Source: an optimization exercise on an open RTL-to-GDS flow (aim: small area). Production flows keep margins and buffers that such runs may drop. In this exercise RTL edits were held to simulation tests only and were not proved equivalent to the original. Power figures rest on the tool's default switching activity, not on a simulated workload. The clock port is modelled as an ideal driver; clocking choices that lean on that would not hold on a real chip.

## run 1
// iso_link_rx
module iso_link_rx (
    input  wire        clk,
    input  wire        rst,             
    input  wire        rxd,             
    input  wire        beacon,          
    input  wire        tick_1us,        
    input  wire        tlm_lost_rd,     
    input  wire        crc_err_rd,      
    input  wire [7:0]  ld_fault_w1c,    
    input  wire        ld_vld_ov_w1c,   
    output reg         frm_valid,       
    output wire [3:0]  frm_type,
    output wire [47:0] frm_payload,
    output reg  [1:0]  state,           
    output reg         ssr,
    output reg         lclk_lock,
    output reg         line_present,
    output reg  [15:0] tlm_lost,
    output reg  [15:0] crc_err,
    output reg  [7:0]  qw_last,
    output wire [31:0] line_period,
    output reg  [31:0] zc_pos,
    output reg  [31:0] zc_neg,
    output reg  [9:0]  hvin_v,
    output reg  [11:0] vline_pk,
    output reg  [7:0]  ld_temp,
    output reg  [7:0]  ld_fault,
    output reg         ld_vld_ov,
    output reg         ev_line_loss,    
    output wire        ev_line_return,  
    output wire        ev_link_fault,   
    output wire        ev_tlm_loss,     
    output wire        ev_conv_fault,   
    output reg         lf_reset         
);
==> flow/config.mk <==
export PLATFORM = sky130hd
export DESIGN_NAME = iso_link_rx
export DESIGN_NICKNAME = iso_link_rx
export VERILOG_FILES = /design/flow/design.v
export SDC_FILE = /design/flow/constraint.sdc
export NUM_CORES = 4
export LEC_CHECK = 0
export CAP_MARGIN = 20
export CORE_MARGIN = 2
export CORE_UTILIZATION = 60
export PLACE_DENSITY = 0.75
export SLEW_MARGIN = 20
==> flow/constraint.sdc <==
create_clock -name core_clock -period 10.0 [get_ports {clk}]
set_input_delay 2.0000 -clock core_clock [delete_from_list [all_inputs] [get_ports {clk}]]
set_output_delay 2.0000 -clock core_clock [all_outputs]
set_load 0.01 [all_outputs]
standard.sh (not shown) runs the stock make flow with config.mk's settings and CLKGATE_MAP_FILE= SYNTH_SCRIPT=/design/flow/synth_recipe.tcl, a recipe that flattens the netlist after the stock synthesis.
==> flow/flow/run.sh <==
#!/bin/bash
# The standard layout (standard.sh), with two changes:
#  - every port still gets its buffer, but the smallest one (buf_1);
#  - the clock tree uses larger sink clusters and no dummy loads.
# The whole ORFS run's output goes to make.log here; ORFS keeps each step's
# log under orfs/logs/.
set -euo pipefail
export BUFFER_PORTS_ARGS="-buffer_cell sky130_fd_sc_hd__buf_1"
export CTS_ARGS="-sink_clustering_enable -repair_clock_nets -sink_clustering_size 34 -sink_clustering_max_diameter 100 -buf_list sky130_fd_sc_hd__clkbuf_16 -dont_use_dummy_load"
bash standard.sh > make.log 2>&1
In summary, run 1 completed successfully, with a layout that passed the timing, design-rule and antenna checks.
Input changes introduced in run 2 (baseline for comparison: run 1):
-- flow/flow/run.sh --
<<< run 1, line 9
export CTS_ARGS="-sink_clustering_enable -repair_clock_nets -sink_clustering_size 34 -sink_clustering_max_diameter 100 -buf_list sky130_fd_sc_hd__clkbuf_16 -dont_use_dummy_load"
>>> run 2, line 9
export CTS_ARGS="-sink_clustering_enable -repair_clock_nets -sink_clustering_size 10 -sink_clustering_max_diameter 35 -buf_list sky130_fd_sc_hd__clkbuf_4 -dont_use_dummy_load"
-- flow/config.mk --
<<< run 1, line 10
export CORE_UTILIZATION = 60
export PLACE_DENSITY = 0.75
>>> run 2, line 10
export CORE_UTILIZATION = 40
export PLACE_DENSITY = 0.6
--- outcome ---
The final layout from run 2, which completed every stage, passed the timing, design-rule and antenna checks at the end of the flow. Cell count: run 2 vs run 1 up 361. From run 1 to run 2, number of flip-flops and latches did not move at all. On filler cell count: between run 2 and run 1, it ends up higher for run 2. Compared to run 1, run 2 has cell count along the critical path 21% lower. When run 2 is set beside run 1, its switching power total turns out to be about 13% larger. Share of the clock period used by the worst path (lower): run 2. Clock buffer instance count of the final layout, run 2 vs run 1: up by more than 100%. Compared with run 1, in run 2 overall power consumption +0.00018 W, minimum clock period moved down.
#### Input delta (run 3 over run 2)
-- flow/flow/run.sh --
<<< run 2, line 9
export CTS_ARGS="-sink_clustering_enable -repair_clock_nets -sink_clustering_size 10 -sink_clustering_max_diameter 35 -buf_list sky130_fd_sc_hd__clkbuf_4 -dont_use_dummy_load"
>>> run 3, line 9
export CTS_ARGS="-sink_clustering_enable -repair_clock_nets -sink_clustering_size 18 -sink_clustering_max_diameter 50 -buf_list sky130_fd_sc_hd__clkbuf_8 -dont_use_dummy_load"
[summary]
- Run 2 | status: complete | timing, DRC, antenna: pass
- Run 3 finished every stage and its layout cleared the timing, design-rule and antenna checks.
- Taking run 2 as the reference, in run 3 design area closely matched the old numbers, total of fill cells in the finished design dropped about 0.4%, cell area power density higher.
- Compared to run 2, run 3 has peak per-stage delay on the critical path 0.03 ns lower.
- Diff run 2 -> run 3: sequential share of layout area held steady, critical path arrival did not really move.
- For run 3, the critical path capture point was tlm_lost[6], unlike run 2, where it was lp[2].
- A class of the most critical setup path of in -> reg is what run 3 shows, while reg -> reg belongs to run 2.
- As far as fraction of the core area covered by cells at the end of the flow is concerned, run 2 and run 3 perform about the same.
- Aggregate routed wire length down 330 um in run 3 wrt run 2
Edits applied to the flow inputs when going from run 3 to run 4:
-- flow/flow/run.sh --
<<< run 3, line 9
export CTS_ARGS="-sink_clustering_enable -repair_clock_nets -sink_clustering_size 18 -sink_clustering_max_diameter 50 -buf_list sky130_fd_sc_hd__clkbuf_8 -dont_use_dummy_load"
>>> run 4, line 9
export CTS_ARGS="-sink_clustering_enable -repair_clock_nets -sink_clustering_size 18 -sink_clustering_max_diameter 150 -buf_list sky130_fd_sc_hd__clkbuf_8 -dont_use_dummy_load"
-- flow/config.mk --
<<< run 3, line 10
export CORE_UTILIZATION = 40
export PLACE_DENSITY = 0.6
>>> run 4, line 10
export CORE_UTILIZATION = 60
export PLACE_DENSITY = 0.75
### Flow results
- Going from run 3 to run 4, maximum frequency from static timing analysis down about 0.54%; total power consumption of the routed design down 5.0%; final net count down about 0.7%.
- Compare run 3 and run 4 | vertical extent of the die higher: run 3
- [compare] base=run 3 new=run 4: proportion of layout cells with a drive suffix above 1 went down 0.75 points; portion of total power attributed to the clock network decreased by 3.6 points relative to the old numbers.
Edits applied to the flow inputs when going from run 4 to run 5:
-- flow/flow/run.sh --
<<< run 4, line 9
export CTS_ARGS="-sink_clustering_enable -repair_clock_nets -sink_clustering_size 18 -sink_clustering_max_diameter 150 -buf_list sky130_fd_sc_hd__clkbuf_8 -dont_use_dummy_load"
>>> run 5, line 9
export CTS_ARGS="-sink_clustering_enable -repair_clock_nets -sink_clustering_size 20 -sink_clustering_max_diameter 40 -buf_list sky130_fd_sc_hd__clkbuf_8 -dont_use_dummy_load"
Findings:
~same max-slew violation count in run 5 and run 4. Run 5: maximum clock skew at final layout is 0.040 ns higher than what run 4 reported. Side by side, count of placed standard cells in the final layout, fillers left out turned out higher in run 5 than in run 4. [run 5 vs run 4] CTS buffer count: higher in run 5.
Relative to run 5, the following input files were edited for run 6:
-- flow/flow/run.sh --
<<< run 5, line 9
export CTS_ARGS="-sink_clustering_enable -repair_clock_nets -sink_clustering_size 20 -sink_clustering_max_diameter 40 -buf_list sky130_fd_sc_hd__clkbuf_8 -dont_use_dummy_load"
>>> run 6, line 9
export CTS_ARGS="-sink_clustering_enable -repair_clock_nets -sink_clustering_size 30 -sink_clustering_max_diameter 80 -buf_list sky130_fd_sc_hd__clkbuf_16 -dont_use_dummy_load"
Results
- The final total power reported for run 6 is smaller than that of run 5 by 3.1%.
- Diff run 5 -> run 6: switching share of power -0.63 points, worst setup slack lower, cell internal power dissipation shows a reduction of about 2.3%, proportion of power drawn by combinational gates has remained practically unchanged.
- Data arrival time of the worst path for run 6: 0.03 ns down relative to run 5
- Going from run 5 to run 6, first-pass GRT wire length fell 1.6%, worst hold slack across all endpoints rose 0.012 ns, sequential portion of the cell area rose 0.45 points, count of non-filler cells in the finished layout fell 35.

-- separate check: timing with driven ports --
The flow's constraints put no driver on any port. The routed layouts listed below were extracted and timed again, unchanged, in two steps.
Step 1 sets driving cells, clkbuf_16 on the clock port and buf_2 on the other inputs (assumed; they add their load-dependent delay and slew).
Step 2 times the ports against the registers' clock, not the clock port: input delays grow and output delays shrink by t, the midpoint of the rising clock arrivals with the driver on.
Three values: no drivers, after step 1, after step 2; two values: the first two.
| run | t, ns | slack for setup (ns) | hold slack, ns | clock arrival spread, ns | worst slew at a driven data input, ns |
|---|---|---|---|---|---|
| run 1 | 0.601 | 2.415 / 2.409 / 1.808 | 0.379 / 0.379 / 0.379 | 0.021 / 0.021 | 0.06 |
| run 2 | 0.865 | 2.740 / 2.737 / 1.872 | 0.327 / 0.327 / 0.327 | 0.113 / 0.112 | 0.07 |
| run 3 | 0.693 | 2.549 / 2.536 / 1.843 | 0.338 / 0.338 / 0.338 | 0.085 / 0.085 | 0.07 |
| run 4 | 0.622 | 2.508 / 2.498 / 1.876 | 0.363 / 0.363 / 0.363 | 0.039 / 0.038 | 0.06 |
| run 5 | 0.685 | 2.542 / 2.529 / 1.844 | 0.329 / 0.329 / 0.329 | 0.080 / 0.080 | 0.06 |
| run 6 | 0.603 | 2.473 / 2.467 / 1.864 | 0.341 / 0.341 / 0.341 | 0.066 / 0.066 | 0.06 |
After both steps setup and hold are still met in every run listed. For run 2, which loses most, drivers alone change the setup slack by -0.003 ns; drivers and shift together by -0.868 ns.
